Context: an optimization exercise on an open-source flow, tuned for small area, a short achievable clock period and few clock cycles per item. The choices shown serve that exercise and are no tape-out recipe. Function was checked by simulation only, so behaviour that the tests miss may differ from the original. Power figures rest on the tool's default switching activity, not on a simulated workload.

== rev 12 ==
Design rs544_dec, start of the top module:
module rs544_dec (
    input  wire         clk,
    input  wire         rst,
    input  wire         in_valid,
    output wire         in_ready,
    input  wire [9:0]   in_sym,
    output wire         out_valid,
    output wire         out_fail,
    output wire [3:0]   out_nerr,
    output wire [149:0] out_pos,
    output wire [149:0] out_val
);
clock: 16.0 ns
lec_check: 0
cap_margin: 20
core_margin: 2
core_utilization: 30
slew_margin: 20
standard.sh (not shown) runs the stock make flow with config.mk's settings and CLKGATE_MAP_FILE= SYNTH_SCRIPT=/design/flow/synth_recipe.tcl, a recipe that flattens the netlist after the stock synthesis.
==> flow/flow/run.sh <==
#!/bin/bash
# Layout flow: the standard flow (standard.sh, with its synthesis unchanged) and these
# settings, passed to ORFS through the environment:
#  - timing repair aims for 11.5 ns of setup slack at the design's 16 ns clock, so that the
#    repair steps work on every path longer than 4.5 ns instead of none;
#  - port buffers are buf_2 cells instead of the resizer's default pick (a delay cell);
#  - clock tree: sinks clustered in groups of up to 25 within 80 um, no dummy loads.
set -euo pipefail
export SETUP_SLACK_MARGIN=11.5
export BUFFER_PORTS_ARGS="-buffer_cell sky130_fd_sc_hd__buf_2"
export CTS_ARGS="-sink_clustering_enable -repair_clock_nets -sink_clustering_size 25 -sink_clustering_max_diameter 80 -dont_use_dummy_load"
bash standard.sh > standard.log 2>&1
Rev 12 did not stop at any stage, and its layout met the timing, design-rule and antenna checks.
Testbench counts of rev 12, summed over its fixed seeds: cycles 111,279, items 192.
Input changes introduced in rev 13 (baseline for comparison: rev 12):
--- a/flow/design.v
+++ b/flow/design.v
@@ -186,29 +186,29 @@
     wire [4:0] m_next = dec ? 5'd1 : ((mm == 5'd31) ? 5'd31 : mm + 5'd1);
     wire [9:0] g_next = dec ? dcur : gam;
     wire [9:0] lam_old = r1 ? ((ph == 5'd15) ? 10'd1 : ((ph == 5'd14 && ll != 5'd0) ? gam : 10'd0)) : lr[9:0];
     wire [9:0] bu_old  = r1 ? ((ph == 5'd15) ? 10'd1 : 10'd0) : br[9:0];
     wire       bmask   = !dummy && ({1'b0, ci} >= mm);
     wire [9:0] bm_v    = r1 ? (({1'b0, ci} == mm && !dummy) ? 10'd1 : 10'd0) : (bmask ? btap : 10'd0);
     wire [9:0] lam_new = gf_mul(gam, lam_old) ^ gf_mul(dcur, bm_v);
     wire [9:0] l_wb = !bm_run ? lr[9:0] : (dummy ? 10'd0 : lam_new);
     wire [9:0] b_wb = !bm_run ? br[9:0] : (dummy ? 10'd0 : (dec ? lam_old : bu_old));
     wire [9:0] prod = gf_mul(lr[169:160], srd);
-    wire [4:0] tidx = dummy ? mm + 5'd2 : mm + 5'd1;
-    reg  [9:0] tsel;
+    wire [4:0] tm   = dummy ? m_next : mm;
+    wire [4:0] tidx = tm + 5'd1;
+    reg  [9:0] tval;
     always @(*) begin
-        tsel = 10'd0;
+        tval = 10'd0;
         for (i = 1; i < 17; i = i + 1)
             if (tidx == i)
-                tsel = br[10*i +: 10];
+                tval = br[10*i +: 10];
     end
-    wire [9:0] tval = (dummy && dec) ? br[29:20] : tsel;
     wire [9:0] sval = r[0] ? cr[199:190] : cr[39:30];
     reg [9:0] ev_sum, od_sum, bs_sum;
     always @(*) begin
         ev_sum = 10'd0;
         od_sum = 10'd0;
         bs_sum = 10'd0;
         for (i = 0; i < 16; i = i + 1) begin
             if (i % 2 == 1)
                 od_sum = od_sum ^ lc[10*i +: 10];
             else
@@ -278,21 +278,22 @@
     wire sk_root_n = stall ? sk_root : (c_run && root_c && !cbig);
     wire sk_last_n = stall ? sk_last : c_last;
     wire sk_tag_n  = stall ? sk_tag  : ctag;
     wire qv_n      = (sk_go && sk_root) || (qv && !d_pop);
     wire qtag_n    = (sk_go && sk_root) ? sk_tag : qtag;
     wire dbusy_n   = d_pop || (dbusy && !d_fin);
     wire eow_pend_n = (sk_go && sk_end) || (eow_pend && !eow_go);
     wire eow_tag_n  = (sk_go && sk_end) ? sk_tag : eow_tag;
     wire d_pop_n   = qv_n && !dbusy_n && !(eow_pend_n && (qtag_n != eow_tag_n));
     wire stall_n   = sk_v_n && ((sk_root_n && qv_n && !d_pop_n) || (sk_end_n && eow_pend_n));
-    wire hand_n    = (bm_st_n == BM_DONE) && ph0_n && !c_run_n;
+    wire hand_n    = (bm_st_n == BM_DONE) && ph0_n &&
+                     (!c_run_n || ((pc_n == 10'd0) && !stall_n));
     wire c_load_n  = s_pend_n && !c_use_n && ((bm_st_n == BM_IDLE) || hand_n);
     assign out_valid = ov;
     assign out_fail  = of;
     assign out_nerr  = on;
     genvar g;
     generate
         for (g = 0; g < 15; g = g + 1) begin : g_out
             assign out_pos[10*g +: 10] = sr[20*((g+12)%15)+10 +: 10];
             assign out_val[10*g +: 10] = sr[20*((g+12)%15) +: 10];
         end
Results
Looking only at final core utilization, and setting everything else aside, the higher value of rev 13 and rev 12 goes to rev 12. Diff rev 12 -> rev 13: global-route usage down 0.58 points; fraction of power consumed by the clock network down 0.2 points; sequential power flat; synthesized instance count flat; final routed wirelength across all metal layers down about 3.5%. Rev 13 completed; timing, DRC and antenna clean. Between rev 13 and rev 12, the vertical extent of the die figures differ only marginally. Between rev 12 and rev 13, the post-synthesis average cell area does not differ in any meaningful way. Compared with rev 12, rev 13 shows a lower weighted congestion reported at the end of routability-driven placement. Of the two values seen for launch point of the worst path, sr[79] was produced by rev 12 and sr[150] by rev 13. Area share of and/or/nand/nor cells after synthesis delta (rev 13 -> rev 12): insignificant.
Testbench counts of rev 13, summed over its fixed seeds: cycles 111,264, items 192.

[static timing again, ports no longer ideal]
The results above use ideal ports. As a check the final layouts listed here were re-extracted and re-timed, cells and wires unchanged.
Step 1 assumes that a clkbuf_16 drives the clock port and a buf_2 every other input.
Step 2 adds t to the input delays and takes it off the output delays; t is the mean of the earliest and latest rising clock arrival at the registers after step 1. Input paths then give back, and output paths get back, about the clock's delay inside the block.
Slacks: ideal ports / drivers / drivers and shift; pairs: ideal ports / drivers.
| run | t, ns | setup slack, ns | cell pins on the clock port's net |
|---|---|---|---|
| rev 12 | 0.815 | 11.470 / 11.378 / 10.773 | 1 |
| rev 13 | 0.783 | 11.510 / 11.432 / 10.974 | 1 |
After both steps setup and hold are still met in every run listed. The setup slack of rev 12, which loses most, moves by -0.092 ns with the drivers and by -0.697 ns with both steps.
